This is an optimization exercise on Yosys and OpenROAD, whose aim is small area and a short achievable clock period, not a production implementation.
Function was not checked in any run shown here: the RTL went through the layout flow alone.
Power is estimated from default activity; no workload was simulated.

$ cat design/flow/design.v
module lw_cv_rx (
    input  wire        clk,
    input  wire        rst,
    input  wire [1:0]  cfg_poly,
    input  wire        cfg_refin,
    input  wire        cfg_refout,
    input  wire        cfg_xorout,
    input  wire        cfg_init,
    input  wire        cfg_order,
    input  wire [7:0]  cfg_skip,
    input  wire        in_valid,
    input  wire        in_sop,
    input  wire        in_eop,
    input  wire        in_disc,
    input  wire [3:0]  in_nbytes,
    input  wire [63:0] in_data,
    input  wire        cnt_clr,
    output reg         cv_valid,
    output reg  [1:0]  cv_res,
    output reg  [31:0] cv_last,
    output reg  [31:0] cv_units,
    output reg  [15:0] cv_fail,
    output reg  [15:0] cv_short
);
    localparam [1:0] CHK_NONE = 2'd0;
    localparam [1:0] CHK_OK   = 2'd1;
    localparam [1:0] CHK_BAD  = 2'd2;
    function [31:0] sinit;
        input [1:0] poly;
        input [3:0] d;
        begin
            case ({poly, d})
                6'd0: sinit = 32'h46AF6449;
                6'd1: sinit = 32'h339FDE2F;
                6'd2: sinit = 32'h68B932F5;
                6'd3: sinit = 32'h955A6162;
                6'd4: sinit = 32'hF50B27F7;
                6'd5: sinit = 32'hC2A1038C;
                6'd6: sinit = 32'h7535D075;
                6'd7: sinit = 32'h1727635B;
                6'd8: sinit = 32'hD61C3A65;
                6'd16: sinit = 32'h2A26F826;
                6'd17: sinit = 32'hAAD955D3;
                6'd18: sinit = 32'h12647B10;
                6'd19: sinit = 32'h11FFA28F;
                6'd20: sinit = 32'h48081204;
                6'd21: sinit = 32'h043379AF;
                6'd22: sinit = 32'h6BC65337;
                6'd23: sinit = 32'hFDDCB433;
                6'd24: sinit = 32'hF931DF69;
                6'd32: sinit = 32'h000084CF;
                6'd33: sinit = 32'h00002D71;
                6'd34: sinit = 32'h00005437;
                6'd35: sinit = 32'h0000DA3E;
                6'd36: sinit = 32'h0000F125;
                6'd37: sinit = 32'h00008DB1;
                6'd38: sinit = 32'h0000988F;
                6'd39: sinit = 32'h00006965;
                6'd40: sinit = 32'h0000C921;
                6'd48: sinit = 32'h00000048;
                6'd49: sinit = 32'h00000018;
                6'd50: sinit = 32'h00000069;
                6'd51: sinit = 32'h000000A0;
                6'd52: sinit = 32'h000000E2;
                6'd53: sinit = 32'h00000095;
                6'd54: sinit = 32'h00000084;
                6'd55: sinit = 32'h000000EE;
                6'd56: sinit = 32'h00000022;
                default: sinit = 32'h0;
            endcase
        end
    endfunction
    function [7:0] rev8;
        input [7:0] b;
        integer q;
        begin
            for (q = 0; q < 8; q = q + 1) rev8[q] = b[7-q];
        end
    endfunction
    reg [1:0]  poly_q;
    reg        refin_q, refout_q, xorout_q, init_q, order_q;
    reg [7:0]  skip_q;           
    reg [95:0] xv_q;             
    reg [31:0] hist_q;           
    reg [2:0]  cnt_q;            
    wire [1:0] poly_e   = in_sop ? cfg_poly   : poly_q;
    wire       refin_e  = in_sop ? cfg_refin  : refin_q;
    wire       init_e   = in_sop ? cfg_init   : init_q;
    wire [7:0] skip_e   = in_sop ? cfg_skip   : skip_q;
    wire [2:0] cnt_e    = in_sop ? 3'd0       : cnt_q;
    wire [95:0] xv = xv_q;
    wire [31:0] s_r0;
    wire [31:0] s_r1;
    wire [15:0] s_r2;
    wire [7:0]  s_r3;
    wire [356:0] xs;     
    assign xs[0] = xv[40] ^ xv[69];
    assign xs[1] = xv[47] ^ xv[56];
    assign xs[2] = xv[48] ^ xv[57];
    assign xs[3] = xv[41] ^ xv[63];
    assign xs[4] = xv[42] ^ xv[71];
    assign xs[5] = xv[38] ^ xv[60];
    assign xs[6] = xv[82] ^ xv[83];
    assign xs[7] = xv[32] ^ xv[77];
    assign xs[8] = xv[34] ^ xv[70];
    assign xs[9] = xv[36] ^ xv[65];
    assign xs[10] = xv[37] ^ xv[45];
    assign xs[11] = xv[61] ^ xv[79];
    assign xs[12] = xv[33] ^ xv[68];
    assign xs[13] = xv[50] ^ xv[59];
    assign xs[14] = xv[39] ^ xv[64];
    assign xs[15] = xv[44] ^ xv[73];
    assign xs[16] = xv[46] ^ xv[55];
    assign xs[17] = xv[49] ^ xv[58];
    assign xs[18] = xv[54] ^ xv[74];
    assign xs[19] = xv[84] ^ xv[92];
    assign xs[20] = xv[52] ^ xv[72];
    assign xs[21] = xv[66] ^ xv[67];
    assign xs[22] = xv[35] ^ xv[53];
    assign xs[23] = xv[43] ^ xv[78];
    assign xs[24] = xv[86] ^ xv[91];
    assign xs[25] = xv[62] ^ xv[80];
    assign xs[26] = xv[75] ^ xv[76];
    assign xs[27] = xv[85] ^ xv[90];
    assign xs[28] = xv[51] ^ xv[81];
    assign xs[29] = xv[88] ^ xv[93];
    assign xs[30] = xv[89] ^ xv[94];
    assign xs[31] = xv[87] ^ xs[19];
    assign xs[32] = xs[0] ^ xs[12];
    assign xs[33] = xv[95] ^ xs[6];
    assign xs[34] = xs[2] ^ xs[7];
    assign xs[35] = xs[11] ^ xs[21];
    assign xs[36] = xs[1] ^ xs[9];
    assign xs[37] = xs[3] ^ xs[13];
    assign xs[38] = xs[4] ^ xs[5];
    assign xs[39] = xv[83] ^ xv[84];
    assign xs[40] = xv[38] ^ xs[17];
    assign xs[41] = xv[95] ^ xs[27];
    assign xs[42] = xs[8] ^ xs[14];
    assign xs[43] = xv[20] ^ xv[24];
    assign xs[44] = xv[21] ^ xv[25];
    assign xs[45] = xv[22] ^ xv[26];
    assign xs[46] = xv[31] ^ xv[68];
    assign xs[47] = xv[33] ^ xv[94];
    assign xs[48] = xv[36] ^ xv[53];
    assign xs[49] = xv[39] ^ xv[77];
    assign xs[50] = xv[41] ^ xv[71];
    assign xs[51] = xv[51] ^ xv[67];
    assign xs[52] = xv[58] ^ xv[61];
    assign xs[53] = xv[32] ^ xs[10];
    assign xs[54] = xv[40] ^ xs[23];
    assign xs[55] = xv[43] ^ xs[16];
    assign xs[56] = xv[60] ^ xs[25];
    assign xs[57] = xv[79] ^ xs[15];
    assign xs[58] = xv[35] ^ xv[57];
    assign xs[59] = xv[42] ^ xv[72];
    assign xs[60] = xv[56] ^ xv[59];
    assign xs[61] = xv[62] ^ xv[81];
    assign xs[62] = xv[63] ^ xv[80];
    assign xs[63] = xv[87] ^ xv[92];
    assign xs[64] = xv[37] ^ xs[0];
    assign xs[65] = xv[66] ^ xs[22];
    assign xs[66] = xv[75] ^ xs[18];
    assign xs[67] = xv[78] ^ xs[16];
    assign xs[68] = xv[23] ^ xv[30];
    assign xs[69] = xv[35] ^ xv[64];
    assign xs[70] = xv[38] ^ xv[70];
    assign xs[71] = xv[50] ^ xv[76];
    assign xs[72] = xv[29] ^ xs[10];
    assign xs[73] = xv[34] ^ xs[29];
    assign xs[74] = xv[37] ^ xs[2];
    assign xs[75] = xv[46] ^ xs[20];
    assign xs[76] = xv[59] ^ xs[1];
    assign xs[77] = xv[73] ^ xs[8];
    assign xs[78] = xv[82] ^ xs[28];
    assign xs[79] = xs[3] ^ xs[4];
    assign xs[80] = xs[24] ^ xs[26];
    assign xs[81] = xv[12] ^ xv[54];
    assign xs[82] = xv[16] ^ xv[44];
    assign xs[83] = xv[27] ^ xv[43];
    assign xs[84] = xv[28] ^ xv[39];
    assign xs[85] = xv[32] ^ xv[52];
    assign xs[86] = xv[45] ^ xv[48];
    assign xs[87] = xv[47] ^ xv[61];
    assign xs[88] = xv[56] ^ xv[70];
    assign xs[89] = xv[58] ^ xv[69];
    assign xs[90] = xv[65] ^ xv[81];
    assign xs[91] = xv[85] ^ xv[94];
    assign xs[92] = xv[89] ^ xv[90];
    assign xs[93] = xv[35] ^ xs[14];
    assign xs[94] = xv[55] ^ xs[9];
    assign xs[95] = xv[55] ^ xs[30];
    assign xs[96] = xv[63] ^ xs[7];
    assign xs[97] = xv[64] ^ xs[18];
    assign xs[98] = xv[68] ^ xs[17];
    assign xs[99] = xv[74] ^ xs[24];
    assign xs[100] = xv[76] ^ xs[11];
    assign xs[101] = xv[88] ^ xs[6];
    assign xs[102] = xv[52] ^ xs[55];
    assign xs[103] = xv[60] ^ xs[34];
    assign xs[104] = xs[5] ^ xs[33];
    assign xs[105] = xs[12] ^ xs[35];
    assign xs[106] = xv[14] ^ xv[51];
    assign xs[107] = xv[18] ^ xv[62];
    assign xs[108] = xv[36] ^ xv[73];
    assign xs[109] = xv[37] ^ xv[57];
    assign xs[110] = xv[40] ^ xv[54];
    assign xs[111] = xv[44] ^ xv[49];
    assign xs[112] = xv[51] ^ xv[95];
    assign xs[113] = xv[65] ^ xv[72];
    assign xs[114] = xv[71] ^ xv[91];
    assign xs[115] = xv[11] ^ xs[22];
    assign xs[116] = xv[17] ^ xs[44];
    assign xs[117] = xv[41] ^ xs[2];
    assign xs[118] = xv[42] ^ xs[10];
    assign xs[119] = xv[47] ^ xs[26];
    assign xs[120] = xv[66] ^ xs[20];
    assign xs[121] = xv[71] ^ xs[63];
    assign xs[122] = xv[87] ^ xs[39];
    assign xs[123] = xv[93] ^ xs[15];
    assign xs[124] = xs[21] ^ xs[23];
    assign xs[125] = xs[22] ^ xs[28];
    assign xs[126] = xs[43] ^ xs[46];
    assign xs[127] = xv[40] ^ xs[31];
    assign xs[128] = xv[77] ^ xs[42];
    assign xs[129] = xv[78] ^ xs[99];
    assign xs[130] = xv[84] ^ xs[37];
    assign xs[131] = xs[27] ^ xs[32];
    assign xs[132] = xs[30] ^ xs[36];
    assign xs[133] = xs[38] ^ xs[45];
    assign xs[134] = xv[15] ^ xv[19];
    assign xs[135] = xv[19] ^ xv[45];
    assign xs[136] = xv[25] ^ xv[36];
    assign xs[137] = xv[30] ^ xv[74];
    assign xs[138] = xv[33] ^ xv[46];
    assign xs[139] = xv[33] ^ xv[89];
    assign xs[140] = xv[34] ^ xv[74];
    assign xs[141] = xv[37] ^ xv[52];
    assign xs[142] = xv[44] ^ xv[82];
    assign xs[143] = xv[48] ^ xv[68];
    assign xs[144] = xv[53] ^ xv[65];
    assign xs[145] = xv[54] ^ xv[64];
    assign xs[146] = xv[77] ^ xv[80];
    assign xs[147] = xv[4] ^ xs[20];
    assign xs[148] = xv[7] ^ xs[16];
    assign xs[149] = xv[8] ^ xs[1];
    assign xs[150] = xv[9] ^ xs[4];
    assign xs[151] = xv[23] ^ xs[81];
    assign xs[152] = xv[24] ^ xs[13];
    assign xs[153] = xv[26] ^ xs[58];
    assign xs[154] = xv[27] ^ xs[8];
    assign xs[155] = xv[34] ^ xs[5];
    assign xs[156] = xv[38] ^ xs[47];
    assign xs[157] = xv[42] ^ xs[25];
    assign xs[158] = xv[49] ^ xs[29];
    assign xs[159] = xv[53] ^ xs[14];
    assign xs[160] = xv[56] ^ xs[17];
    assign xs[161] = xv[57] ^ xs[25];
    assign xs[162] = xv[58] ^ xs[15];
    assign xs[163] = xv[59] ^ xs[3];
    assign xs[164] = xv[60] ^ xs[0];
    assign xs[165] = xv[66] ^ xs[89];
    assign xs[166] = xv[67] ^ xs[5];
    assign xs[167] = xv[73] ^ xs[19];
    assign xs[168] = xv[76] ^ xs[70];
    assign xs[169] = xv[78] ^ xs[11];
    assign xs[170] = xv[79] ^ xs[62];
    assign xs[171] = xv[85] ^ xs[61];
    assign xs[172] = xv[86] ^ xs[30];
    assign xs[173] = xv[91] ^ xs[27];
    assign xs[174] = xv[93] ^ xs[18];
    assign xs[175] = xs[2] ^ xs[6];
    assign xs[176] = xs[6] ^ xs[9];
    assign xs[177] = xs[7] ^ xs[50];
    assign xs[178] = xs[10] ^ xs[59];
    assign xs[179] = xs[14] ^ xs[52];
    assign xs[180] = xs[18] ^ xs[91];
    assign xs[181] = xs[43] ^ xs[51];
    assign xs[182] = xs[47] ^ xs[60];
    assign xs[183] = xv[10] ^ xs[53];
    assign xs[184] = xv[62] ^ xs[67];
    assign xs[185] = xv[65] ^ xs[54];
    assign xs[186] = xv[67] ^ xs[56];
    assign xs[187] = xv[90] ^ xs[31];
    assign xs[188] = xv[93] ^ xs[33];
    assign xs[189] = xs[1] ^ xs[65];
    assign xs[190] = xs[11] ^ xs[76];
    assign xs[191] = xs[13] ^ xs[120];
    assign xs[192] = xs[23] ^ xs[75];
    assign xs[193] = xs[28] ^ xs[31];
    assign xs[194] = xs[34] ^ xs[64];
    assign xs[195] = xs[35] ^ xs[54];
    assign xs[196] = xs[40] ^ xs[41];
    assign xs[197] = xs[42] ^ xs[82];
    assign xs[198] = xs[78] ^ xs[121];
    assign xs[199] = xv[29] ^ xs[133];
    assign xs[200] = xv[0] ^ xv[79];
    assign xs[201] = xv[1] ^ xv[69];
    assign xs[202] = xv[2] ^ xv[41];
    assign xs[203] = xv[2] ^ xv[46];
    assign xs[204] = xv[3] ^ xv[46];
    assign xs[205] = xv[6] ^ xv[41];
    assign xs[206] = xv[8] ^ xv[70];
    assign xs[207] = xv[14] ^ xv[67];
    assign xs[208] = xv[15] ^ xv[48];
    assign xs[209] = xv[17] ^ xv[21];
    assign xs[210] = xv[20] ^ xv[57];
    assign xs[211] = xv[23] ^ xv[47];
    assign xs[212] = xv[24] ^ xv[63];
    assign xs[213] = xv[28] ^ xv[59];
    assign xs[214] = xv[31] ^ xv[69];
    assign xs[215] = xv[38] ^ xv[53];
    assign xs[216] = xv[39] ^ xv[75];
    assign xs[217] = xv[39] ^ xv[76];
    assign xs[218] = xv[41] ^ xv[88];
    assign xs[219] = xv[43] ^ xv[62];
    assign xs[220] = xv[43] ^ xv[68];
    assign xs[221] = xv[46] ^ xv[95];
    assign xs[222] = xv[49] ^ xv[75];
    assign xs[223] = xv[52] ^ xv[54];
    assign xs[224] = xv[56] ^ xv[64];
    assign xs[225] = xv[61] ^ xv[69];
    assign xs[226] = xv[70] ^ xv[92];
    assign xs[227] = xv[72] ^ xv[74];
    assign xs[228] = xv[72] ^ xv[89];
    assign xs[229] = xv[77] ^ xv[79];
    assign xs[230] = xv[85] ^ xv[87];
    assign xs[231] = xv[88] ^ xv[94];
    assign xs[232] = xv[16] ^ xs[44];
    assign xs[233] = xv[18] ^ xs[1];
    assign xs[234] = xv[28] ^ xs[9];
    assign xs[235] = xv[32] ^ xs[86];
    assign xs[236] = xv[33] ^ xs[8];
    assign xs[237] = xv[43] ^ xs[110];
    assign xs[238] = xv[44] ^ xs[52];
    assign xs[239] = xv[45] ^ xs[15];
    assign xs[240] = xv[45] ^ xs[69];
    assign xs[241] = xv[48] ^ xs[4];
    assign xs[242] = xv[50] ^ xs[8];
    assign xs[243] = xv[51] ^ xs[21];
    assign xs[244] = xv[52] ^ xs[46];
    assign xs[245] = xv[53] ^ xs[0];
    assign xs[246] = xv[54] ^ xs[17];
    assign xs[247] = xv[55] ^ xs[48];
    assign xs[248] = xv[60] ^ xs[3];
    assign xs[249] = xv[64] ^ xs[7];
    assign xs[250] = xv[66] ^ xs[107];
    assign xs[251] = xv[69] ^ xs[12];
    assign xs[252] = xv[71] ^ xs[85];
    assign xs[253] = xv[74] ^ xs[20];
    assign xs[254] = xv[75] ^ xs[0];
    assign xs[255] = xv[76] ^ xs[49];
    assign xs[256] = xv[78] ^ xs[0];
    assign xs[257] = xv[80] ^ xs[5];
    assign xs[258] = xv[81] ^ xs[21];
    assign xs[259] = xv[82] ^ xs[114];
    assign xs[260] = xv[83] ^ xs[25];
    assign xs[261] = xv[83] ^ xs[26];
    assign xs[262] = xv[86] ^ xs[14];
    assign xs[263] = xv[87] ^ xs[92];
    assign xs[264] = xs[2] ^ xs[48];
    assign xs[265] = xs[4] ^ xs[24];
    assign xs[266] = xs[10] ^ xs[13];
    assign xs[267] = xs[12] ^ xs[223];
    assign xs[268] = xs[15] ^ xs[58];
    assign xs[269] = xs[16] ^ xs[17];
    assign xs[270] = xs[16] ^ xs[90];
    assign xs[271] = xs[19] ^ xs[111];
    assign xs[272] = xs[20] ^ xs[90];
    assign xs[273] = xs[22] ^ xs[26];
    assign xs[274] = xs[24] ^ xs[71];
    assign xs[275] = xs[26] ^ xs[88];
    assign xs[276] = xs[29] ^ xs[39];
    assign xs[277] = xs[50] ^ xs[146];
    assign xs[278] = xs[68] ^ xs[106];
    assign xs[279] = xs[68] ^ xs[135];
    assign xs[280] = xs[69] ^ xs[143];
    assign xs[281] = xs[71] ^ xs[203];
    assign xs[282] = xv[5] ^ xs[32];
    assign xs[283] = xv[6] ^ xs[66];
    assign xs[284] = xv[13] ^ xs[93];
    assign xs[285] = xv[26] ^ xs[77];
    assign xs[286] = xv[27] ^ xs[79];
    assign xs[287] = xv[28] ^ xs[162];
    assign xs[288] = xv[30] ^ xs[67];
    assign xs[289] = xv[35] ^ xs[57];
    assign xs[290] = xv[39] ^ xs[56];
    assign xs[291] = xv[47] ^ xs[37];
    assign xs[292] = xv[50] ^ xs[172];
    assign xs[293] = xv[58] ^ xs[95];
    assign xs[294] = xv[61] ^ xs[153];
    assign xs[295] = xv[65] ^ xs[100];
    assign xs[296] = xv[79] ^ xs[124];
    assign xs[297] = xv[80] ^ xs[80];
    assign xs[298] = xv[81] ^ xs[80];
    assign xs[299] = xv[91] ^ xs[180];
    assign xs[300] = xs[3] ^ xs[40];
    assign xs[301] = xs[6] ^ xs[95];
    assign xs[302] = xs[8] ^ xs[36];
    assign xs[303] = xs[13] ^ xs[38];
    assign xs[304] = xs[15] ^ xs[72];
    assign xs[305] = xs[23] ^ xs[94];
    assign xs[306] = xs[27] ^ xs[31];
    assign xs[307] = xs[32] ^ xs[176];
    assign xs[308] = xs[33] ^ xs[73];
    assign xs[309] = xs[36] ^ xs[97];
    assign xs[310] = xs[36] ^ xs[278];
    assign xs[311] = xs[37] ^ xs[275];
    assign xs[312] = xs[38] ^ xs[88];
    assign xs[313] = xs[41] ^ xs[179];
    assign xs[314] = xs[45] ^ xs[243];
    assign xs[315] = xs[48] ^ xs[53];
    assign xs[316] = xs[49] ^ xs[79];
    assign xs[317] = xs[50] ^ xs[123];
    assign xs[318] = xs[53] ^ xs[125];
    assign xs[319] = xs[55] ^ xs[97];
    assign xs[320] = xs[56] ^ xs[98];
    assign xs[321] = xs[57] ^ xs[117];
    assign xs[322] = xs[57] ^ xs[273];
    assign xs[323] = xs[61] ^ xs[73];
    assign xs[324] = xs[63] ^ xs[157];
    assign xs[325] = xs[68] ^ xs[148];
    assign xs[326] = xs[72] ^ xs[136];
    assign xs[327] = xs[74] ^ xs[134];
    assign xs[328] = xs[74] ^ xs[174];
    assign xs[329] = xs[75] ^ xs[101];
    assign xs[330] = xs[77] ^ xs[87];
    assign xs[331] = xs[80] ^ xs[109];
    assign xs[332] = xs[83] ^ xs[149];
    assign xs[333] = xs[84] ^ xs[152];
    assign xs[334] = xs[96] ^ xs[112];
    assign xs[335] = xs[98] ^ xs[166];
    assign xs[336] = xs[115] ^ xs[151];
    assign xs[337] = xs[116] ^ xs[213];
    assign xs[338] = xs[118] ^ xs[246];
    assign xs[339] = xs[119] ^ xs[126];
    assign xs[340] = xs[169] ^ xs[262];
    assign xs[341] = xs[170] ^ xs[274];
    assign xs[342] = xs[181] ^ xs[227];
    assign xs[343] = xs[210] ^ xs[252];
    assign xs[344] = xs[228] ^ xs[266];
    assign xs[345] = xv[84] ^ xs[195];
    assign xs[346] = xs[23] ^ xs[130];
    assign xs[347] = xs[32] ^ xs[184];
    assign xs[348] = xs[40] ^ xs[105];
    assign xs[349] = xs[47] ^ xs[191];
    assign xs[350] = xs[64] ^ xs[189];
    assign xs[351] = xs[102] ^ xs[307];
    assign xs[352] = xs[103] ^ xs[167];
    assign xs[353] = xs[156] ^ xs[188];
    assign xs[354] = xs[158] ^ xs[330];
    assign xs[355] = xs[182] ^ xs[198];
    assign xs[356] = xs[196] ^ xs[328];
    assign s_r0[0] = (((xs[34] ^ xs[41]) ^ (xs[100] ^ xs[165])) ^ (((xv[93] ^ xs[3]) ^ (xs[5] ^ xs[142])) ^ ((xs[224] ^ (xv[0] ^ xv[86])) ^ xs[324])));
    assign s_r0[1] = (((xs[173] ^ xs[182]) ^ (xs[235] ^ (xs[90] ^ xs[111]))) ^ (((xs[201] ^ xs[217]) ^ (xs[218] ^ xs[226])) ^ (xs[104] ^ xs[296])));
    assign s_r0[2] = ((((xv[67] ^ xv[89]) ^ xs[42]) ^ (xs[122] ^ xs[235])) ^ ((xs[281] ^ (xs[114] ^ (xv[56] ^ xv[62]))) ^ (xs[131] ^ xs[300])));
    assign s_r0[3] = ((xs[291] ^ (xs[265] ^ (xv[88] ^ xs[19]))) ^ (((xs[58] ^ xs[113]) ^ (xs[204] ^ (xv[49] ^ xv[51]))) ^ (xs[128] ^ xs[131])));
    assign s_r0[4] = (((xs[147] ^ xs[259]) ^ (xs[268] ^ (xv[38] ^ xs[11]))) ^ (((xs[25] ^ xs[71]) ^ xs[302]) ^ (xs[334] ^ (xs[92] ^ xs[54]))));
    assign s_r0[5] = ((((xv[5] ^ xv[33]) ^ xs[38]) ^ ((xv[56] ^ xs[20]) ^ (xs[108] ^ xs[217]))) ^ (((xs[225] ^ xs[230]) ^ xs[129]) ^ (xs[188] ^ xs[318])));
    assign s_r0[6] = (((xs[77] ^ xs[156]) ^ ((xv[86] ^ xs[11]) ^ (xs[48] ^ xs[49]))) ^ (((xs[109] ^ xs[219]) ^ xs[127]) ^ (xs[283] ^ xs[329])));
    assign s_r0[7] = ((((xv[55] ^ xs[4]) ^ (xs[92] ^ (xv[7] ^ xv[34]))) ^ xs[350]) ^ (xs[352] ^ (xs[340] ^ (xs[66] ^ xs[101]))));
    assign s_r0[8] = (((xs[96] ^ xs[124]) ^ (xs[164] ^ xs[271])) ^ (((xs[24] ^ xs[59]) ^ (xs[69] ^ xs[139])) ^ ((xs[206] ^ xs[33]) ^ (xs[66] ^ xs[94]))));
    assign s_r0[9] = (((xs[224] ^ xs[242]) ^ (xs[261] ^ (xv[9] ^ xs[10]))) ^ ((xs[105] ^ xs[305]) ^ (xs[306] ^ xs[317])));
    assign s_r0[10] = (((xs[248] ^ xs[259]) ^ (xs[280] ^ (xs[51] ^ xs[52]))) ^ (((xs[113] ^ xs[140]) ^ (xs[221] ^ xs[231])) ^ (xs[183] ^ xs[187])));
    assign s_r0[11] = (((xs[163] ^ xs[263]) ^ ((xv[11] ^ xs[12]) ^ xs[103])) ^ ((xs[289] ^ xs[297]) ^ (xs[329] ^ (xs[17] ^ xs[36]))));
    assign s_r0[12] = (((xs[57] ^ xs[171]) ^ ((xv[49] ^ xs[1]) ^ (xs[139] ^ (xv[12] ^ xv[38])))) ^ ((xs[129] ^ xs[130]) ^ (xs[308] ^ xs[315])));
    assign s_r0[13] = (((xs[155] ^ xs[170]) ^ (xs[175] ^ (xv[51] ^ xs[138]))) ^ ((xs[284] ^ xs[292]) ^ (xs[306] ^ (xs[66] ^ xs[118]))));
    assign s_r0[14] = (((xs[73] ^ xs[93]) ^ (xs[122] ^ (xs[9] ^ xs[28]))) ^ (((xs[87] ^ (xv[14] ^ xv[40])) ^ xs[102]) ^ (xs[196] ^ xs[297])));
    assign s_r0[15] = (((xs[65] ^ xs[171]) ^ (xs[255] ^ (xs[13] ^ xs[24]))) ^ (((xs[141] ^ xs[142]) ^ (xs[208] ^ xs[218])) ^ (xs[127] ^ xs[132])));
    assign s_r0[16] = ((xs[315] ^ (xs[100] ^ xs[160])) ^ ((xs[256] ^ xs[260]) ^ ((xs[51] ^ xs[82]) ^ (xs[145] ^ (xv[88] ^ xv[89])))));
    assign s_r0[17] = ((xs[130] ^ (xs[229] ^ xs[161])) ^ ((xs[267] ^ xs[270]) ^ ((xv[17] ^ xs[10]) ^ (xs[70] ^ xs[92]))));
    assign s_r0[18] = (((xs[38] ^ xs[67]) ^ (xs[78] ^ xs[159])) ^ ((xs[165] ^ xs[173]) ^ (xs[233] ^ (xv[34] ^ xs[62]))));
    assign s_r0[19] = ((xs[190] ^ ((xv[19] ^ xv[67]) ^ xs[93])) ^ ((xs[175] ^ xs[237]) ^ (xs[272] ^ (xs[24] ^ xs[226]))));
    assign s_r0[20] = ((xs[317] ^ xs[320]) ^ ((xs[94] ^ xs[175]) ^ ((xv[66] ^ (xv[20] ^ xv[53])) ^ xs[127])));
    assign s_r0[21] = (((xv[21] ^ xs[225]) ^ (xs[37] ^ xs[160])) ^ ((xs[178] ^ xs[180]) ^ (xs[258] ^ xs[276])));
    assign s_r0[22] = (((xs[35] ^ xs[55]) ^ (xs[123] ^ (xv[80] ^ xs[7]))) ^ (((xs[30] ^ xs[89]) ^ (xs[143] ^ (xv[22] ^ xv[51]))) ^ (xs[187] ^ xs[311])));
    assign s_r0[23] = (((xs[231] ^ xs[163]) ^ ((xv[70] ^ xs[85]) ^ (xs[86] ^ xs[211]))) ^ (xs[348] ^ (xs[129] ^ xs[198])));
    assign s_r0[24] = (((xs[152] ^ xs[159]) ^ (xs[241] ^ xs[251])) ^ (((xs[63] ^ xs[222]) ^ xs[186]) ^ (xs[308] ^ ((xv[79] ^ xv[89]) ^ xs[75]))));
    assign s_r0[25] = (((xs[125] ^ xs[164]) ^ ((xv[90] ^ xs[30]) ^ (xs[39] ^ xs[62]))) ^ (((xs[71] ^ xs[113]) ^ (xs[220] ^ (xv[25] ^ xv[54]))) ^ xs[354]));
    assign s_r0[26] = ((xs[341] ^ (xs[153] ^ xs[174])) ^ (((xs[85] ^ xs[108]) ^ xs[193]) ^ (xs[293] ^ xs[312])));
    assign s_r0[27] = (((xs[146] ^ xs[247]) ^ (xs[253] ^ (xv[75] ^ xs[29]))) ^ (xs[355] ^ ((xs[83] ^ xs[109]) ^ xs[313])));
    assign s_r0[28] = ((xs[331] ^ ((xv[78] ^ xs[20]) ^ (xs[30] ^ xs[60]))) ^ (((xs[110] ^ xs[144]) ^ xs[104]) ^ (xs[287] ^ xs[323])));
    assign s_r0[29] = (((xs[65] ^ xs[100]) ^ (xs[163] ^ (xs[18] ^ xs[49]))) ^ ((((xv[29] ^ xv[45]) ^ (xv[57] ^ xv[73])) ^ xs[104]) ^ (xs[187] ^ xs[293])));
    assign s_r0[30] = ((xs[313] ^ (xs[66] ^ xs[276])) ^ (((xv[91] ^ xs[60]) ^ ((xv[36] ^ xv[40]) ^ (xv[42] ^ xv[77]))) ^ (xs[186] ^ xs[288])));
    assign s_r0[31] = ((xs[331] ^ (xs[95] ^ xs[171])) ^ ((xs[248] ^ (xs[19] ^ xs[46])) ^ (xs[185] ^ xs[190])));
    assign s_r1[0] = (((xs[37] ^ xs[247]) ^ (xs[260] ^ (xv[44] ^ xs[91]))) ^ (((xs[200] ^ xs[216]) ^ xs[129]) ^ (xs[194] ^ xs[335])));
    assign s_r1[1] = ((xs[340] ^ ((xv[1] ^ xv[95]) ^ xs[32])) ^ ((xs[257] ^ xs[193]) ^ (xs[311] ^ xs[338])));
    assign s_r1[2] = (((xs[78] ^ xs[161]) ^ ((xs[0] ^ xs[29]) ^ (xs[202] ^ xs[230]))) ^ ((xs[102] ^ xs[128]) ^ (xs[295] ^ xs[303])));
    assign s_r1[3] = (((xs[101] ^ xs[172]) ^ (xs[238] ^ (xs[20] ^ xs[28]))) ^ ((xs[185] ^ xs[189]) ^ (xs[316] ^ ((xv[3] ^ xv[70]) ^ xs[56]))));
    assign s_r1[4] = (((xs[239] ^ xs[263]) ^ (xs[264] ^ (xv[59] ^ xs[61]))) ^ (xs[345] ^ ((xs[145] ^ xs[33]) ^ (xs[79] ^ xs[147]))));
    assign s_r1[5] = (((xs[98] ^ xs[101]) ^ (xs[173] ^ xs[178])) ^ (((xs[3] ^ xs[144]) ^ xs[186]) ^ (xs[319] ^ ((xv[5] ^ xv[84]) ^ xs[57]))));
    assign s_r1[6] = (((xs[205] ^ xs[159]) ^ xs[352]) ^ (((xv[46] ^ xs[61]) ^ xs[132]) ^ (xs[195] ^ xs[338])));
    assign s_r1[7] = (((xs[142] ^ xs[148]) ^ xs[356]) ^ ((xs[157] ^ xs[105]) ^ (xs[185] ^ xs[291])));
    assign s_r1[8] = (((xs[48] ^ xs[140]) ^ ((xv[57] ^ xv[66]) ^ xs[54])) ^ ((xs[118] ^ xs[149]) ^ (xs[249] ^ (xv[85] ^ xs[28]))));
    assign s_r1[9] = ((xs[299] ^ ((xv[9] ^ xv[49]) ^ xs[96])) ^ (xs[351] ^ ((xs[13] ^ xs[22]) ^ xs[290])));
    assign s_r1[10] = (((xs[34] ^ xs[42]) ^ (xs[76] ^ (xs[19] ^ xs[25]))) ^ (xs[348] ^ ((xs[28] ^ (xv[10] ^ xv[95])) ^ xs[299])));
    assign s_r1[11] = ((((xv[44] ^ xv[79]) ^ (xv[81] ^ xv[91])) ^ (xs[115] ^ xs[177])) ^ (((xv[92] ^ xs[9]) ^ (xs[140] ^ xs[141])) ^ xs[353]));
    assign s_r1[12] = (((xs[216] ^ (xv[34] ^ xv[36])) ^ ((xv[78] ^ xv[80]) ^ xs[65])) ^ ((xs[178] ^ (xs[19] ^ xs[81])) ^ xs[353]));
    assign s_r1[13] = (((xs[123] ^ (xv[69] ^ xs[18])) ^ xs[346]) ^ (((xs[22] ^ xs[221]) ^ xs[298]) ^ (xs[320] ^ ((xv[13] ^ xv[34]) ^ xs[34]))));
    assign s_r1[14] = (((xs[207] ^ xs[117]) ^ (xs[168] ^ (xs[6] ^ xs[12]))) ^ (((xs[14] ^ xs[24]) ^ (xs[87] ^ xs[110])) ^ (xs[318] ^ xs[324])));
    assign s_r1[15] = ((xs[323] ^ (xs[31] ^ xs[40])) ^ (xs[351] ^ ((xv[54] ^ xs[208]) ^ xs[316])));
    assign s_r1[16] = (((xs[158] ^ (xv[85] ^ xs[59])) ^ xs[346]) ^ (xs[350] ^ (xs[197] ^ xs[301])));
    assign s_r1[17] = (((xs[41] ^ xs[237]) ^ (xs[240] ^ (xv[17] ^ xs[9]))) ^ (((xs[39] ^ xs[51]) ^ xs[292]) ^ (xs[312] ^ xs[321])));
    assign s_r1[18] = (((xs[35] ^ xs[122]) ^ (xs[254] ^ (xs[86] ^ xs[107]))) ^ (((xs[144] ^ (xv[90] ^ xv[94])) ^ xs[192]) ^ (xs[303] ^ xs[334])));
    assign s_r1[19] = ((((xv[88] ^ xs[39]) ^ (xs[52] ^ xs[70])) ^ xs[349]) ^ (((xs[108] ^ xs[112]) ^ xs[194]) ^ (xs[319] ^ ((xv[19] ^ xv[86]) ^ xs[119]))));
    assign s_r1[20] = ((xs[343] ^ (xs[112] ^ xs[32])) ^ ((xs[77] ^ xs[122]) ^ (xs[132] ^ xs[341])));
    assign s_r1[21] = (((xs[65] ^ xs[74]) ^ (xs[236] ^ xs[253])) ^ ((xs[277] ^ (xv[88] ^ xs[89])) ^ (xs[193] ^ ((xv[21] ^ xv[64]) ^ xs[41]))));
    assign s_r1[22] = (((xs[242] ^ xs[272]) ^ ((xs[18] ^ xs[29]) ^ xs[194])) ^ ((xs[289] ^ xs[290]) ^ (xs[301] ^ ((xv[22] ^ xv[68]) ^ xs[79]))));
    assign s_r1[23] = (((xs[93] ^ xs[265]) ^ ((xs[15] ^ xs[88]) ^ (xs[219] ^ (xv[23] ^ xv[84])))) ^ ((xs[103] ^ xs[105]) ^ (xs[344] ^ (xs[41] ^ xs[78]))));
    assign s_r1[24] = (((xs[176] ^ xs[239]) ^ ((xv[61] ^ xs[17]) ^ (xs[51] ^ xs[212]))) ^ ((xs[131] ^ xs[192]) ^ ((xs[99] ^ xs[121]) ^ (xs[155] ^ xs[161]))));
    assign s_r1[25] = (((xs[257] ^ xs[258]) ^ xs[354]) ^ (((xs[20] ^ xs[91]) ^ xs[127]) ^ ((xs[136] ^ xs[34]) ^ (xs[67] ^ xs[240]))));
    assign s_r1[26] = (((xs[76] ^ xs[254]) ^ (xs[270] ^ (xs[7] ^ xs[15]))) ^ (((xs[29] ^ xs[62]) ^ (xs[114] ^ xs[139])) ^ (xs[104] ^ xs[294])));
    assign s_r1[27] = (((xs[249] ^ xs[271]) ^ ((xs[1] ^ xs[62]) ^ (xs[215] ^ (xv[55] ^ xv[82])))) ^ ((xs[131] ^ xs[298]) ^ (xs[344] ^ (xs[35] ^ xs[154]))));
    assign s_r1[28] = (((xs[97] ^ xs[234]) ^ (xs[269] ^ (xs[8] ^ (xv[40] ^ xv[63])))) ^ (xs[355] ^ (xs[322] ^ ((xv[90] ^ xv[93]) ^ xs[53]))));
    assign s_r1[29] = (((xs[277] ^ (xv[91] ^ xs[16])) ^ xs[349]) ^ (((xs[26] ^ xs[58]) ^ xs[104]) ^ (xs[309] ^ (xs[72] ^ xs[73]))));
    assign s_r1[30] = (((xs[167] ^ xs[261]) ^ ((xv[95] ^ xs[21]) ^ (xs[49] ^ xs[52]))) ^ ((xs[132] ^ xs[288]) ^ ((xs[59] ^ xs[74]) ^ (xs[125] ^ xs[155]))));
    assign s_r1[31] = (((xs[244] ^ xs[255]) ^ xs[345]) ^ (xs[356] ^ ((xv[82] ^ xs[108]) ^ ((xv[35] ^ xv[62]) ^ xs[76]))));
    assign s_r2[0] = (((xs[83] ^ xs[200]) ^ xs[342]) ^ ((xs[40] ^ xs[234]) ^ (xs[280] ^ (xs[4] ^ xs[82]))));
    assign s_r2[1] = ((xs[191] ^ xs[304]) ^ ((xs[222] ^ xs[116]) ^ ((xs[9] ^ xs[84]) ^ (xs[201] ^ xs[220]))));
    assign s_r2[2] = ((xs[304] ^ xs[314]) ^ (((xv[18] ^ xv[70]) ^ xs[245]) ^ (xs[281] ^ (xs[5] ^ xs[137]))));
    assign s_r2[3] = (((xs[70] ^ xs[87]) ^ (xs[204] ^ xs[66])) ^ ((xs[244] ^ xs[279]) ^ ((xv[27] ^ xs[49]) ^ (xs[50] ^ xs[51]))));
    assign s_r2[4] = ((xs[184] ^ xs[339]) ^ ((xs[147] ^ xs[241]) ^ (xs[245] ^ (xv[32] ^ xs[84]))));
    assign s_r2[5] = (((xs[181] ^ xs[232]) ^ ((xv[29] ^ xs[7]) ^ xs[282])) ^ ((xs[286] ^ xs[287]) ^ (xs[309] ^ (xs[22] ^ xs[168]))));
    assign s_r2[6] = (((xs[251] ^ (xv[30] ^ xs[4])) ^ (xs[128] ^ xs[283])) ^ ((xs[305] ^ xs[337]) ^ ((xs[45] ^ xs[72]) ^ (xs[117] ^ xs[120]))));
    assign s_r2[7] = (((xs[154] ^ xs[160]) ^ xs[199]) ^ (((xs[113] ^ (xv[18] ^ xv[31])) ^ xs[322]) ^ (xs[325] ^ (xs[64] ^ xs[124]))));
    assign s_r2[8] = (((xs[168] ^ xs[177]) ^ (xs[268] ^ xs[279])) ^ (((xs[18] ^ xs[46]) ^ xs[332]) ^ (xs[333] ^ ((xv[36] ^ xv[72]) ^ xs[35]))));
    assign s_r2[9] = (((xs[150] ^ xs[162]) ^ xs[347]) ^ (((xs[84] ^ (xv[31] ^ xv[75])) ^ xs[103]) ^ (xs[326] ^ xs[342])));
    assign s_r2[10] = (((xs[32] ^ (xv[29] ^ xs[26])) ^ ((xs[44] ^ xs[137]) ^ xs[183])) ^ ((xs[190] ^ xs[192]) ^ (xs[285] ^ xs[300])));
    assign s_r2[11] = ((((xv[27] ^ xv[62]) ^ xs[115]) ^ (xs[119] ^ (xs[13] ^ xs[137]))) ^ (((xs[138] ^ xs[214]) ^ xs[128]) ^ (xs[133] ^ xs[321])));
    assign s_r2[12] = ((xs[339] ^ ((xv[40] ^ xv[45]) ^ xs[96])) ^ ((xs[151] ^ xs[166]) ^ (xs[169] ^ xs[197])));
    assign s_r2[13] = ((xs[295] ^ (xs[116] ^ xs[177])) ^ (xs[347] ^ ((xv[24] ^ xs[86]) ^ xs[284])));
    assign s_r2[14] = ((xs[302] ^ ((xv[14] ^ xv[25]) ^ xs[250])) ^ ((xs[256] ^ (xv[49] ^ xs[3])) ^ ((xs[45] ^ xs[59]) ^ (xs[138] ^ xs[229]))));
    assign s_r2[15] = ((xs[296] ^ xs[327]) ^ ((xs[211] ^ (xv[50] ^ xs[69])) ^ (xs[285] ^ xs[286])));
    assign s_r3[0] = ((((xv[16] ^ xv[62]) ^ xs[126]) ^ (xs[179] ^ xs[264])) ^ (xs[199] ^ ((xs[106] ^ (xv[0] ^ xv[15])) ^ xs[332])));
    assign s_r3[1] = ((((xv[63] ^ xs[85]) ^ (xs[111] ^ xs[145])) ^ xs[199]) ^ ((((xv[1] ^ xv[8]) ^ (xv[9] ^ xv[53])) ^ xs[310]) ^ (xs[337] ^ (xs[64] ^ xs[126]))));
    assign s_r3[2] = (((xs[165] ^ xs[232]) ^ (xs[267] ^ (xv[55] ^ xs[107]))) ^ (((xs[202] ^ xs[206]) ^ xs[183]) ^ (xs[310] ^ ((xv[20] ^ xv[50]) ^ xs[150]))));
    assign s_r3[3] = (((xs[236] ^ (xv[11] ^ xs[60])) ^ ((xs[209] ^ xs[212]) ^ (xs[214] ^ xs[215]))) ^ ((xs[102] ^ xs[314]) ^ (xs[327] ^ ((xv[3] ^ xv[10]) ^ xs[150]))));
    assign s_r3[4] = ((xs[343] ^ ((xv[22] ^ xv[25]) ^ xs[233])) ^ (((xs[83] ^ (xv[4] ^ xv[10])) ^ xs[197]) ^ (xs[335] ^ xs[336])));
    assign s_r3[5] = ((((xv[13] ^ xv[26]) ^ xs[94]) ^ (xs[238] ^ (xv[71] ^ xs[2]))) ^ (((xs[135] ^ xs[209]) ^ xs[282]) ^ (xs[333] ^ xs[336])));
    assign s_r3[6] = (((xs[154] ^ xs[164]) ^ (xs[250] ^ xs[269])) ^ (((xs[43] ^ xs[60]) ^ (xs[81] ^ xs[106])) ^ ((xs[205] ^ (xv[13] ^ xv[22])) ^ xs[326])));
    assign s_r3[7] = ((((xv[13] ^ xv[28]) ^ xs[37]) ^ (xs[38] ^ (xv[70] ^ xs[1]))) ^ (((xs[44] ^ xs[134]) ^ (xs[141] ^ xs[207])) ^ (xs[294] ^ xs[325])));
    reg  [31:0] s_cur;
    reg  [2:0]  w_bytes;
    reg  [31:0] wmask;
    always @* begin
        case (poly_q)
            2'd0:    begin s_cur = s_r0;           w_bytes = 3'd4; wmask = 32'hFFFF_FFFF; end
            2'd1:    begin s_cur = s_r1;           w_bytes = 3'd4; wmask = 32'hFFFF_FFFF; end
            2'd2:    begin s_cur = {16'h0, s_r2};  w_bytes = 3'd2; wmask = 32'h0000_FFFF; end
            default: begin s_cur = {24'h0, s_r3};  w_bytes = 3'd1; wmask = 32'h0000_00FF; end
        endcase
    end
    wire       skip_big = (skip_e > {4'd0, in_nbytes});
    wire [3:0] dskip    = skip_big ? in_nbytes : skip_e[3:0];
    wire [3:0] kcnt     = in_nbytes - dskip;
    wire [7:0] skip_nx  = skip_big ? skip_e - {4'd0, in_nbytes} : 8'd0;
    wire [3:0] cnt_sum  = {1'b0, cnt_e} + kcnt;
    wire [2:0] cnt_nx   = (cnt_sum > 4'd4) ? 3'd4 : cnt_sum[2:0];
    wire       use_init = in_sop | (skip_q != 8'd0);
    wire       skip_ge  = (skip_e[7:4] != 4'd0) | (skip_e[3:0] >= in_nbytes);
    wire [31:0] init_a  = sinit(poly_e, in_nbytes);
    wire [31:0] init_b  = sinit(poly_e, {1'b0, skip_e[2:0]});
    wire [31:0] s_e     = use_init ? (init_e ? (skip_ge ? init_a : init_b) : 32'h0) : s_cur;
    reg  [63:0] bdat;
    integer j;
    always @* begin
        for (j = 0; j < 8; j = j + 1)
            bdat[63-8*j -: 8] = (skip_e > j) ? 8'h00 :
                                (refin_e ? rev8(in_data[8*j +: 8]) : in_data[8*j +: 8]);
    end
    wire [2:0]  sh      = 3'd0 - in_nbytes[2:0];           
    wire [95:0] xv_nx   = {s_e, bdat} >> {sh, 3'b000};
    wire [31:0] hist_nx;
    assign hist_nx[7:0]   = xv_nx[7:0];
    assign hist_nx[15:8]  = (in_nbytes[3:1] != 3'd0) ? xv_nx[15:8] : hist_q[7:0];
    assign hist_nx[23:16] = (in_nbytes[3:2] != 2'd0 || in_nbytes[1:0] == 2'd3) ? xv_nx[23:16] :
                            in_nbytes[1] ? hist_q[7:0] : hist_q[15:8];
    assign hist_nx[31:24] = (in_nbytes[3:2] != 2'd0) ? xv_nx[31:24] :
                            (in_nbytes[1:0] == 2'd3) ? hist_q[7:0] :
                            in_nbytes[1] ? hist_q[15:8] : hist_q[23:16];
    reg  [2:0]  w_e;
    always @* begin
        case (poly_e)
            2'd0, 2'd1: w_e = 3'd4;
            2'd2:       w_e = 3'd2;
            default:    w_e = 3'd1;
        endcase
    end
    wire [3:0] cnt_all = {1'b0, cnt_e} + in_nbytes;
    wire [3:0] skip_w  = {1'b0, skip_e[2:0]} + {1'b0, w_e};
    wire is_short = (skip_e == 8'd0) ? (cnt_all < {1'b0, w_e}) :
                    ((skip_e[7:3] != 5'd0) | (in_nbytes < skip_w));
    wire [31:0] rbytes = hist_q & wmask;
    wire [7:0]  h0 = refin_q ? rev8(hist_q[7:0])   : hist_q[7:0];
    wire [7:0]  h1 = refin_q ? rev8(hist_q[15:8])  : hist_q[15:8];
    wire [7:0]  h2 = refin_q ? rev8(hist_q[23:16]) : hist_q[23:16];
    wire [7:0]  h3 = refin_q ? rev8(hist_q[31:24]) : hist_q[31:24];
    reg  [31:0] rxval;
    always @* begin
        case (w_bytes)
            3'd4:    rxval = order_q ? {h3, h2, h1, h0} : {h0, h1, h2, h3};
            3'd2:    rxval = order_q ? {16'h0, h1, h0}  : {16'h0, h0, h1};
            default: rxval = {24'h0, h0};
        endcase
    end
    function [31:0] reflw;
        input [31:0] v;
        input [2:0]  wb;
        input        en;
        integer q;
        begin
            if (en) begin
                reflw = 32'h0;
                case (wb)
                    3'd4:    for (q = 0; q < 32; q = q + 1) reflw[q] = v[31-q];
                    3'd2:    for (q = 0; q < 16; q = q + 1) reflw[q] = v[15-q];
                    default: for (q = 0; q < 8;  q = q + 1) reflw[q] = v[7-q];
                endcase
            end else begin
                reflw = v;
            end
        end
    endfunction
    wire [31:0] xm = xorout_q ? wmask : 32'h0;
    wire [31:0] fin = reflw(s_cur ^ rbytes, w_bytes, refout_q) ^ xm;
    wire [31:0] tgt = rbytes ^ reflw(rxval ^ xm, w_bytes, refout_q);
    wire        is_ok = (s_cur == tgt);
    wire unit_end = in_valid & in_eop;
    always @(posedge clk) begin
        if (in_valid) begin
            if (in_sop) begin
                poly_q   <= cfg_poly;
                refin_q  <= cfg_refin;
                refout_q <= cfg_refout;
                xorout_q <= cfg_xorout;
                init_q   <= cfg_init;
                order_q  <= cfg_order;
            end
            skip_q <= skip_nx;
            cnt_q  <= cnt_nx;
            xv_q   <= xv_nx;
            hist_q <= hist_nx;
        end
    end
    reg         chk_q;           
    reg  [1:0]  res_q;           
    reg  [31:0] last_q;          
    reg  [15:0] fail_q;          
    wire [15:0] fail_inc = (fail_q == 16'hFFFF) ? fail_q : fail_q + 16'd1;
    always @* begin
        cv_res  = chk_q ? (is_ok ? CHK_OK : CHK_BAD) : res_q;
        cv_last = chk_q ? fin : last_q;
        cv_fail = (chk_q & ~is_ok) ? fail_inc : fail_q;
    end
    wire        short_ev  = unit_end & ~in_disc & is_short;
    wire [31:0] units_inc = cv_units + 32'd1;
    wire [15:0] short_inc = (cv_short == 16'hFFFF) ? cv_short : cv_short + 16'd1;
    wire [15:0] short_d   = cnt_clr ? {15'd0, short_ev} : short_inc;
    always @(posedge clk) begin
        if (rst | unit_end)
            cv_units <= units_inc & {32{~rst}};
        if (rst | cnt_clr | short_ev)
            cv_short <= short_d & {16{~rst}};
    end
    always @(posedge clk) begin
        if (rst) begin
            cv_valid <= 1'b0;
            chk_q    <= 1'b0;
            res_q    <= CHK_NONE;
            last_q   <= 32'h0;
            fail_q   <= 16'h0;
        end else begin
            cv_valid <= unit_end;
            chk_q    <= unit_end & ~in_disc & ~is_short;
            res_q    <= unit_end ? (in_disc ? CHK_NONE : CHK_BAD) : cv_res;
            last_q   <= cv_last;
            fail_q   <= cnt_clr ? 16'h0 : cv_fail;
        end
    end
endmodule
$ cat design/flow/flow/run.sh
#!/bin/bash
# Layout flow: the standard flow (standard.sh) with two changes.
# 1. Synthesis maps the combinational logic with flow/abc_map.script instead of
#    ORFS's abc_speed.script, which restructures the XOR networks into much
#    larger logic. Everything else in synthesis, including the flip-flop
#    mapping, is the standard synthesis (flow/abc_synth.tcl wraps it).
# 2. The port buffers are buf_2 cells rather than the default delay buffers.
# Each tool's output goes to a log file in this folder (synth.log, layout.log)
# besides ORFS's own logs under orfs/logs.
set -euo pipefail
here=$(pwd)
export FLOW_ABC_SCRIPT=$here/flow/abc_map.script
export FLOW_STD_SYNTH=$here/synth_recipe.tcl
extra=(BUFFER_PORTS_ARGS="-buffer_cell sky130_fd_sc_hd__buf_2")
[[ -f flow/params.sh ]] && source flow/params.sh
# same make command as standard.sh, with our synthesis script, for synthesis only
sed -e "s#SYNTH_SCRIPT=[^ ]*#SYNTH_SCRIPT=$here/flow/abc_synth.tcl#" standard.sh > synth_only.sh
bash synth_only.sh synth "${extra[@]}" > synth.log 2>&1
# the rest of the standard flow reuses that synthesis
bash standard.sh finish "${extra[@]}" > layout.log 2>&1
$ cat design/flow/flow/abc_map.script
strash
dch
map -D 4000
topo
buffer -c
stime -c
upsize -c
dnsize -c
$ cat design/flow/flow/abc_synth.tcl
# The standard flow's synthesis script, but with the combinational logic mapped by
# abc_map.script instead of ORFS's abc_speed.script. Everything else,
# including the flip-flop mapping, is the standard synthesis.
proc abc {args} {
  set i [lsearch -exact $args -script]
  if { $i >= 0 } {
    lset args [expr { $i + 1 }] $::env(FLOW_ABC_SCRIPT)
  }
  yosys abc {*}$args
}
source $::env(FLOW_STD_SYNTH)
$ cat design/flow/standard.sh
#!/bin/bash
# synth_recipe.tcl (not shown) runs the flow's synth.tcl, then flattens the netlist and writes it again
# the make line also repeats each setting of config.mk as NAME=value (left out here)
make -C /OpenROAD-flow-scripts/flow DESIGN_CONFIG=/design/flow/config.mk WORK_HOME=/design/flow/orfs CLKGATE_MAP_FILE= SYNTH_SCRIPT=/design/flow/synth_recipe.tcl "${@:-finish}"
$ cat design/flow/config.mk
export PLATFORM = sky130hd
export DESIGN_NAME = lw_cv_rx
export DESIGN_NICKNAME = lw_cv_rx
export VERILOG_FILES = /design/flow/design.v
export SDC_FILE = /design/flow/constraint.sdc
export NUM_CORES = 4
export LEC_CHECK = 0
export CAP_MARGIN = 20
export CORE_MARGIN = 2
export CORE_UTILIZATION = 30
export PLACE_DENSITY = 0.5
export SLEW_MARGIN = 20
$ cat design/flow/constraint.sdc
create_clock -name core_clock -period 33.0 [get_ports {clk}]
set_input_delay 6.6000 -clock core_clock [delete_from_list [all_inputs] [get_ports {clk}]]
set_output_delay 6.6000 -clock core_clock [all_outputs]
set_load 0.01 [all_outputs]
==> out/results.ini, run 1 <==
[worst_setup_path]
cp_cell_sequence=inv_1 -> nand2_1 -> nand2_2 -> inv_1 -> nand3_1 -> nand2_2 -> xnor2_1 -> xor2_1 -> xnor2_1 -> o21ai_0 -> o2111ai_1 -> o21ai_0 -> buf_4 -> xor2_1 -> nor4_1 -> nand4_1 -> nand2_2 -> inv_2 -> nand3_2 -> xor2_2 -> buf_2
critical_path_depth=21
startpoint_type=register
cp.required_ps=26400
cp_top_family=simple AND/OR/NAND/NOR gates
slowest_stage=edfxtp_1
r2r_cells=21
worst-path-max-fanout=13
path_common_cell=nand2_2
worst-path-buf-inv=5
path_class=register to primary output
critPathArrivalTime_ps=6570
crit_path_max_incr_delay_ps=920
end_kind=primary output

[power]
powerDensity_nw_per_um2=76.33
power.total_mw=2.714
p_leak_nw=14.60
ir_drop_v=0.00003452

[cts]
insertion_delay_ps=570
ctsHoldBuffers=0
cts_root_buf=clkbuf_16
cts_tree=yes
clock-sinks=238
h-tree-depth=2
cts_buffers=34
cts_resized=0
cts.clk_slew.worst_paths_ps=60
clockBufferDepth=3
post_cts_buffers=0

[die]
initial_utilization_pct=30.35
die_h_um=330.8
rows=119
ios=189
core_um2=105600
chipWidth_um=330.8
die-area_um2=109400

[synth]
syn_nets=4595
seq_area_frac_synth_pct=20.68
synth.avg_cell_area_um2=7.172
synth-edff-count=186
synth_cell_types=69
synthCells=4467
yosysWarnings=1
synthArstFlopShare_pct=0
synth_ff_type=edfxtp_1
ys_ff_latch=238
synth_area_um2=32040

[sta]
worst_pin_slew_ps=1254
layout_worst_path_cycle_share_pct=39.90
fmax_ghz=0.07594
max_slew_margin_pct=16.11
setup_tns_ps=0
setup_viol=0
hold_viol=0
worst_clock_skew_ps=29.21
drv_slew=0
fin_crit_ps=13170
rsz0062_at_grt=false

[drt]
dr.pass1.iters=5
drc_errors=0
vias=32850
drt_wl_total_um=181000
viasPerCell=5.521
initialDrtViolationCount=4591
post_drt_wl_per_cell_um=30.42
antenna_left=0

[min_path]
hold_path_class=register to register
min_path_cells=2

[layout]
drive_gt1_share_pct=10.22
num_antenna_cells=0
layout.nets=4663
area_delta_synth_final_pct=10.96

[grt]
grt_overflow=0
grt_pass1_vias=30350
antenna_found_initial=2
grt_pass1_wl_um=247500
grt_use_total_pct=32.29
grt_max_degree=99

[placement]
port_buffers=188
hpwl_um=146500
gp_congestion=1.114

[job]
maxCapViolCount=0

[outcome]
status=finished clean

[sequential cells by signal, indices dropped and copies added, names as in the netlist]
| name | cells |
|---|---|
| chk_q | 1 |
| cnt_q | 3 |
| cv_short | 16 |
| cv_units | 32 |
| cv_valid | 1 |
| fail_q | 16 |
| hist_q | 32 |
| init_q | 1 |
| last_q | 32 |
| order_q | 1 |
| poly_q | 2 |
| refin_q | 1 |
| refout_q | 1 |
| res_q | 2 |
| skip_q | 8 |
| xorout_q | 1 |
| xv_q | 88 |
[final timing paths]
path,startpoint,to,slack [ps]
worst min register to register,last_q[15],last_q[15],510
worst min-delay path,last_q[15],last_q[15],510
worst max-delay path,xv_q[61],cv_fail[11],19830
worst max register to register,poly_q[1],hist_q[30],25780
[worst reg2reg max path, stage by stage, from the launching register on]
cell	delay, ps
edfxtp_1	340
buf_4	490
nor2_1	120
nor2_1	130
buf_4	290
clkinv_1	780
nor2_1	1000
clkinv_1	560
nor2_1	450
inv_1	200
nor3_1	270
nor2_1	90
inv_1	100
nor2_1	80
inv_1	80
o221ai_1	340
o21a_1	440
mux2i_1	230
o21ai_0	120
o21ai_0	670
nand2_1	200
nand3_1	110
[final cells by class]
| cell class | count | area (um2) |
|---|---|---|
| Clock buffer | 43 | 925.9 |
| Clock inverter | 17 | 186.4 |
| Fill cell | 11475 | 70020 |
| Inverter | 409 | 1535 |
| Multi-Input combinational cell | 3569 | 22870 |
| Sequential cell | 238 | 6630 |
| Tap cell | 1391 | 1740 |
| Timing Repair Buffer | 283 | 1660 |
[cell usage in the layout (no fill, tap or decap), drive strengths merged, types with 12 or more instances in the layout]
| master | Yosys | layout |
|---|---|---|
| dfxtp | 52 | 52 |
| edfxtp | 186 | 186 |
| or2 | 21 | 21 |
| xor2 | 670 | 670 |
| a21oi | 223 | 223 |
| nand2 | 702 | 702 |
| o22ai | 50 | 50 |
| and2 | 12 | 12 |
| o211ai | 42 | 42 |
| a22oi | 17 | 17 |
| a211oi | 68 | 68 |
| xnor2 | 531 | 531 |
| nor4 | 21 | 21 |
| nand3 | 108 | 108 |
| o21ai | 347 | 347 |
| mux2i | 19 | 19 |
| ha | 32 | 32 |
| inv | 395 | 397 |
| o221ai | 15 | 15 |
| nor2 | 428 | 428 |
| buf | 77 | 283 |
| nand4 | 32 | 32 |
| clkbuf | 174 | 43 |
| a21boi | 17 | 17 |
| a31oi | 49 | 49 |
| nor3 | 87 | 87 |
| clkinv | 14 | 23 |
[cell usage after synthesis, types with 17 or more instances]
cell type,instances,area [um2]
a22oi_1,17,127.6
nand2_1,672,2522
edfxtp_1,186,5585
mux2i_1,19,190.2
inv_2,23,86.33
nor4_1,19,118.9
o211ai_1,42,315.3
o21ai_0,336,1682
a31oi_1,48,300.3
nor2_1,425,1595
buf_2,40,200.2
inv_1,372,1396
nand3_1,106,530.5
clkbuf_1,173,649.4
ha_1,32,400.4
nor3_1,84,420.4
a21oi_1,223,1116
nand4_1,32,200.2
or2_2,18,112.6
nand2_2,28,175.2
xnor2_1,521,4563
xor2_2,20,325.3
dfxtp_1,52,1041
buf_1,26,97.59
o22ai_1,49,306.5
xor2_1,644,5640
a211oi_1,68,510.5
[metrics by stage]
stage          setup WS (ps)  util, %  instance area [um2]  hold slack [ps]  cells
5_1_grt                19600    33.67                35550            535.5   5950
2_1_floorplan          22520        -                32040            443.2   4467
3_5_place_dp           19760    32.61                34420            504.0   5889
3_3_place_gp           19560    32.61                34420            495.5   5889
6_report               19830    33.67                35550            509.3   5950
4_1_cts                20080    33.66                35540            511.4   5949
[power breakdown]
part	internal [mW]	switching (mW)	total [mW]
clock	0.223	0.150	0.374
combinational	0.607	1.33	1.94
sequential	0.355	0.0472	0.402
total	1.18	1.53	2.71
[cell families (layout without fill, tap and decap cells)]
kind of cell | Yosys count | after routing | synth area share, %
adder cells (fa/ha/maj) | 38 | 38 | 1.625
flip-flops | 238 | 238 | 20.68
AND/OR/NAND/NOR | 1425 | 1425 | 18.68
multiplexers | 19 | 19 | 0.5936
buffers and inverters | 660 | 752 | 8.057
XOR/XNOR | 1201 | 1201 | 34.10
AO/OA/AOI/OAI | 886 | 886 | 16.26
[routing by layer]
metal	vias up	routed length, um	track usage [%]
met3	396	18700	7.414
met1	15617	75860	43.93
met4	2	11380	16.80
met5	-	13	0
met2	2053	75060	47.33
li1	14782	-	-
==> run 2, diff against run 1 <==
--- a/design/flow/design.v
+++ b/design/flow/design.v
@@ -557,10 +557,9 @@
     wire [3:0] cnt_sum  = {1'b0, cnt_e} + kcnt;
     wire [2:0] cnt_nx   = (cnt_sum > 4'd4) ? 3'd4 : cnt_sum[2:0];
     wire       use_init = in_sop | (skip_q != 8'd0);
-    wire       skip_ge  = (skip_e[7:4] != 4'd0) | (skip_e[3:0] >= in_nbytes);
-    wire [31:0] init_a  = sinit(poly_e, in_nbytes);
-    wire [31:0] init_b  = sinit(poly_e, {1'b0, skip_e[2:0]});
-    wire [31:0] s_e     = use_init ? (init_e ? (skip_ge ? init_a : init_b) : 32'h0) : s_cur;
+    wire       skip_all = use_init & ((skip_e[7:4] != 4'd0) | (skip_e[3:0] >= in_nbytes));
+    wire [31:0] s_e     = use_init ? (init_e ? sinit(poly_e, {1'b0, skip_e[2:0]}) : 32'h0) : s_cur;
+    wire [31:0] s_0     = init_e ? sinit(poly_e, 4'd0) : 32'h0;
     reg  [63:0] bdat;
     integer j;
     always @* begin
@@ -568,14 +567,16 @@
             bdat[63-8*j -: 8] = (skip_e > j) ? 8'h00 :
                                 (refin_e ? rev8(in_data[8*j +: 8]) : in_data[8*j +: 8]);
     end
-    wire [2:0]  sh      = 3'd0 - in_nbytes[2:0];           
-    wire [95:0] xv_nx   = {s_e, bdat} >> {sh, 3'b000};
+    wire [2:0]  sh      = {in_nbytes[2] ^ (in_nbytes[1] | in_nbytes[0]),
+                           in_nbytes[1] ^ in_nbytes[0], in_nbytes[0]};
+    wire [95:0] xv_sh   = {s_e, bdat} >> {sh, 3'b000};
+    wire [95:0] xv_nx   = skip_all ? {64'h0, s_0} : xv_sh;
     wire [31:0] hist_nx;
-    assign hist_nx[7:0]   = xv_nx[7:0];
-    assign hist_nx[15:8]  = (in_nbytes[3:1] != 3'd0) ? xv_nx[15:8] : hist_q[7:0];
-    assign hist_nx[23:16] = (in_nbytes[3:2] != 2'd0 || in_nbytes[1:0] == 2'd3) ? xv_nx[23:16] :
+    assign hist_nx[7:0]   = xv_sh[7:0];
+    assign hist_nx[15:8]  = (in_nbytes[3:1] != 3'd0) ? xv_sh[15:8] : hist_q[7:0];
+    assign hist_nx[23:16] = (in_nbytes[3:2] != 2'd0 || in_nbytes[1:0] == 2'd3) ? xv_sh[23:16] :
                             in_nbytes[1] ? hist_q[7:0] : hist_q[15:8];
-    assign hist_nx[31:24] = (in_nbytes[3:2] != 2'd0) ? xv_nx[31:24] :
+    assign hist_nx[31:24] = (in_nbytes[3:2] != 2'd0) ? xv_sh[31:24] :
                             (in_nbytes[1:0] == 2'd3) ? hist_q[7:0] :
                             in_nbytes[1] ? hist_q[15:8] : hist_q[23:16];
     reg  [2:0]  w_e;
==> design/flow/flow/params.sh (new file) <==
extra+=(SETUP_SLACK_MARGIN=20.3)
==> run 2 against run 1 <==
Net effect:
- still clean
- non-clock buffer count increased by 20
- utilization increased by 0.47 points
- area after synthesis fell by 3.0%
- register-to-register slack gained 1100 ps
- clock power is 9.9% lower
- fmax up 3.5%
- setup slack better by 450 ps
- routed wire length decreased by 3.0%
- first-iteration DRC count is 21% lower
- global-route usage shrank 0.28 points
- clock-buffer cell count is 1 lower
- largest cell class unchanged
- largest power group unchanged
==> out/results.ini, run 2 <==
[outcome]
status=finished clean

[synth]
yosys.area.top_type=edfxtp_1
synthSimpleGateAreaFrac_pct=17.31
synthCells=4160
seq_area_frac_synth_pct=22.09
synth_area_um2=31090
synth_area_leaders=edfxtp_1 19%, xor2_1 18%, xnor2_1 15%
yosysMostFrequentCell=xor2_1
synth_top_area_share_pct=18.74
synth.avg_cell_area_um2=7.473
synth_ff_type=edfxtp_1
synthTopCellsByCount=644 x xor2_1, 598 x nand2_1, 526 x xnor2_1
synth_cell_types=78
synth-edff-count=194
syn_nets=4286
synth_top_family_by_area=XOR/XNOR gates
ys_ff_latch=246
yosysWarnings=1
synthArstFlopShare_pct=0
synth_xor_area_share_pct=36.04
synthMuxAreaShare_pct=0.2898
synth-compound-area-share_pct=15.40
synthAdderAreaFrac_pct=1.594

[cts]
cts_buffers=30
cts_tree=yes
h-tree-depth=1
ctsHoldBuffers=0
insertion_delay_ps=640
clockBufferDepth=3
clock-sinks=246
cts.clk_slew.worst_paths_ps=70
cts_root_buf=clkbuf_16

[layout]
final_common_cell=xor2_1
layout.nets=4400
layout_common_cells=612 x xor2_1, 594 x nand2_1, 515 x xnor2_1
drive_gt1_share_pct=13.03
fin_cells=5678
area_delta_synth_final_pct=13.36
final_util_pct=34.15
multi_input_area_um2=22500
seq_area_um2=6870
fill_cells=11251
num_antenna_cells=0
stdcell_area_um2=35240
largest_reg_flops=96
regMostFlops=xv_q

[min_path]
min_path_cells=2
hold_path_class=register to register
worstHoldStart=res_q[0]
whs_endpoint=res_q[0]

[drt]
drc_errors=0
vias=30175
post_drt_wl_per_cell_um=30.93
drt_wl_total_um=175600
viasPerCell=5.314
initialDrtViolationCount=3611
dr.pass1.iters=6
antenna_left=0

[grt]
top_usage_layer=met2
grt_pass1_vias=28140
use_met3_pct=7.429
met2_usage_pct=46.85
grt_overflow=0
grt_pass1_wl_um=236500
antenna_found_initial=7
grt_use_met1_pct=44.60
grt_max_degree=97
grt_use_total_pct=32.01

[worst_setup_path]
worst-path-max-fanout=10
cp.required_ps=26400
startpoint_type=register
r2r-end=xv_q[21]
end_kind=primary output
ff2ff_setup_slack_ps=26850
path_class=register to primary output
r2r_start=xv_q[44]
critPathArrivalTime_ps=6120
r2r_cells=21

[sta]
hold_viol=0
max_slew_margin_pct=19.01
worst_clock_skew_ps=64.00
setup_viol=0
rsz0062_at_grt=false
setup_tns_ps=0
drv_slew=0
layout_worst_path_cycle_share_pct=38.54
fmax_ghz=0.07863
fin_crit_ps=12720
worst_pin_slew_ps=1211

[die]
die-area_um2=106200
rows=118
die_h_um=325.9
initial_utilization_pct=30.12
core_um2=103200
chipWidth_um=325.9
ios=189

[placement]
place_inst=5583
placed_area_um2=33440
port_buffers=188
gp_congestion=1.082
hpwl_um=144200

[power]
p_leak_nw=14.19
ir_drop_v=0.00004084
powerDensity_nw_per_um2=53.74

[job]
maxCapViolCount=0

run 2: through the flow:
step | worst slack (ps) | hold WS [ps] | total power, mW
floorplan | 22610 | 438.0 | 1.059
global route | 20290 | 498.2 | 1.955
global placement | 20200 | 459.3 | 1.515
finish | 20280 | 466.0 | 1.894
CTS | 20300 | 467.1 | 1.852
detailed placement | 20440 | 458.0 | 1.502
run 2: worst max-delay path by stage:
stage,depth (start not counted),start,slack [ps],endpoint
2_1_floorplan,20,xv_q[40],22610,cv_fail[12]
3_3_place_gp,21,xv_q[43],20200,cv_fail[12]
3_5_place_dp,20,xv_q[87],20440,cv_fail[12]
4_1_cts,19,xv_q[58],20300,cv_fail[12]
5_1_grt,22,xv_q[33],20290,cv_fail[12]
6_report,20,xv_q[35],20280,cv_fail[12]
run 2: layout make-up:
class	instances	share of cell area, %
clock buffers	42	2.418
flip-flops and latches	246	19.50
multi-input cells	3348	63.86
repair buffers	303	5.251
well taps	1380	4.900
inverters	345	3.710
clock inverters	14	0.3657
run 2: where the power goes:
| part | internal (mW) | switching (mW) |
|---|---|---|
| sequential | 0.357 | 0.0306 |
| combinational | 0.365 | 0.804 |
| clock | 0.189 | 0.148 |
| total | 0.911 | 0.982 |
run 2: worst max-delay path, stage by stage, from the launching register on:
cell and delay, ps:
edfxtp_1 600, inv_1 160, nand2_1 100, nand2_4 230, xor2_1 490, xor2_1 580
xor2_1 210, xnor2_1 540, a21oi_1 120, o21ai_0 210, nand2_1 310, xor2_1 230
nor4_2 340, nand4_1 130, or4_4 600, nand2_8 150, nor3_1 60, inv_1 90
nor3_1 60, a21oi_1 150, buf_2 150
run 2: routing by layer:
layer | up-vias | wire length (um)
met5 | - | 27
met4 | 4 | 9797
met3 | 335 | 16100
met2 | 1475 | 72400
met1 | 14526 | 77290
li1 | 13835 | -
run 2: timing repair:
| item | CTS | global route |
|---|---|---|
| setup buffers | 17 | 22 |
| resized for setup | 24 | 41 |
| setup endpoints to repair | 18 | 18 |
| pin swaps | 1 | 1 |
| endpoints found under the hold margin | 0 | 0 |
run 2: logic make-up (layout without fill, tap and decap cells):
| group | count (synthesis) | count (layout) |
|---|---|---|
| and+or+nand+nor | 1268 | 1268 |
| muxes | 9 | 9 |
| buffers and inverters | 566 | 704 |
| AOI/OAI and AO/OA | 816 | 816 |
| xor gates and xnor gates | 1219 | 1219 |
| adders and majority gates | 36 | 36 |
| DFF | 246 | 246 |

static timing again, ports no longer ideal:
The flow's constraints put no driver on any port. The routed layouts listed below were extracted and timed again, unchanged, in two steps.
Step 1, drivers: a clkbuf_16 drives clk and a buf_2 each remaining input, both assumed.
Step 2 also shifts input and output timing later by t, the mid clock arrival at the registers, as if the neighbouring blocks saw the same clock.
Slacks: ideal ports / drivers / drivers and shift; pairs: ideal ports / drivers.
run | t (ns) | setup slack, ns | worst hold slack (ns)
run 1 | 0.619 | 19.832 / 19.763 / 19.385 | 0.509 / 0.509 / 0.509
run 2 | 0.680 | 20.281 / 20.212 / 20.774 | 0.466 / 0.466 / 0.466
After both steps every run listed still meets setup and hold. For run 1, which loses most, drivers alone change the setup slack by -0.069 ns; drivers and shift together by -0.447 ns.
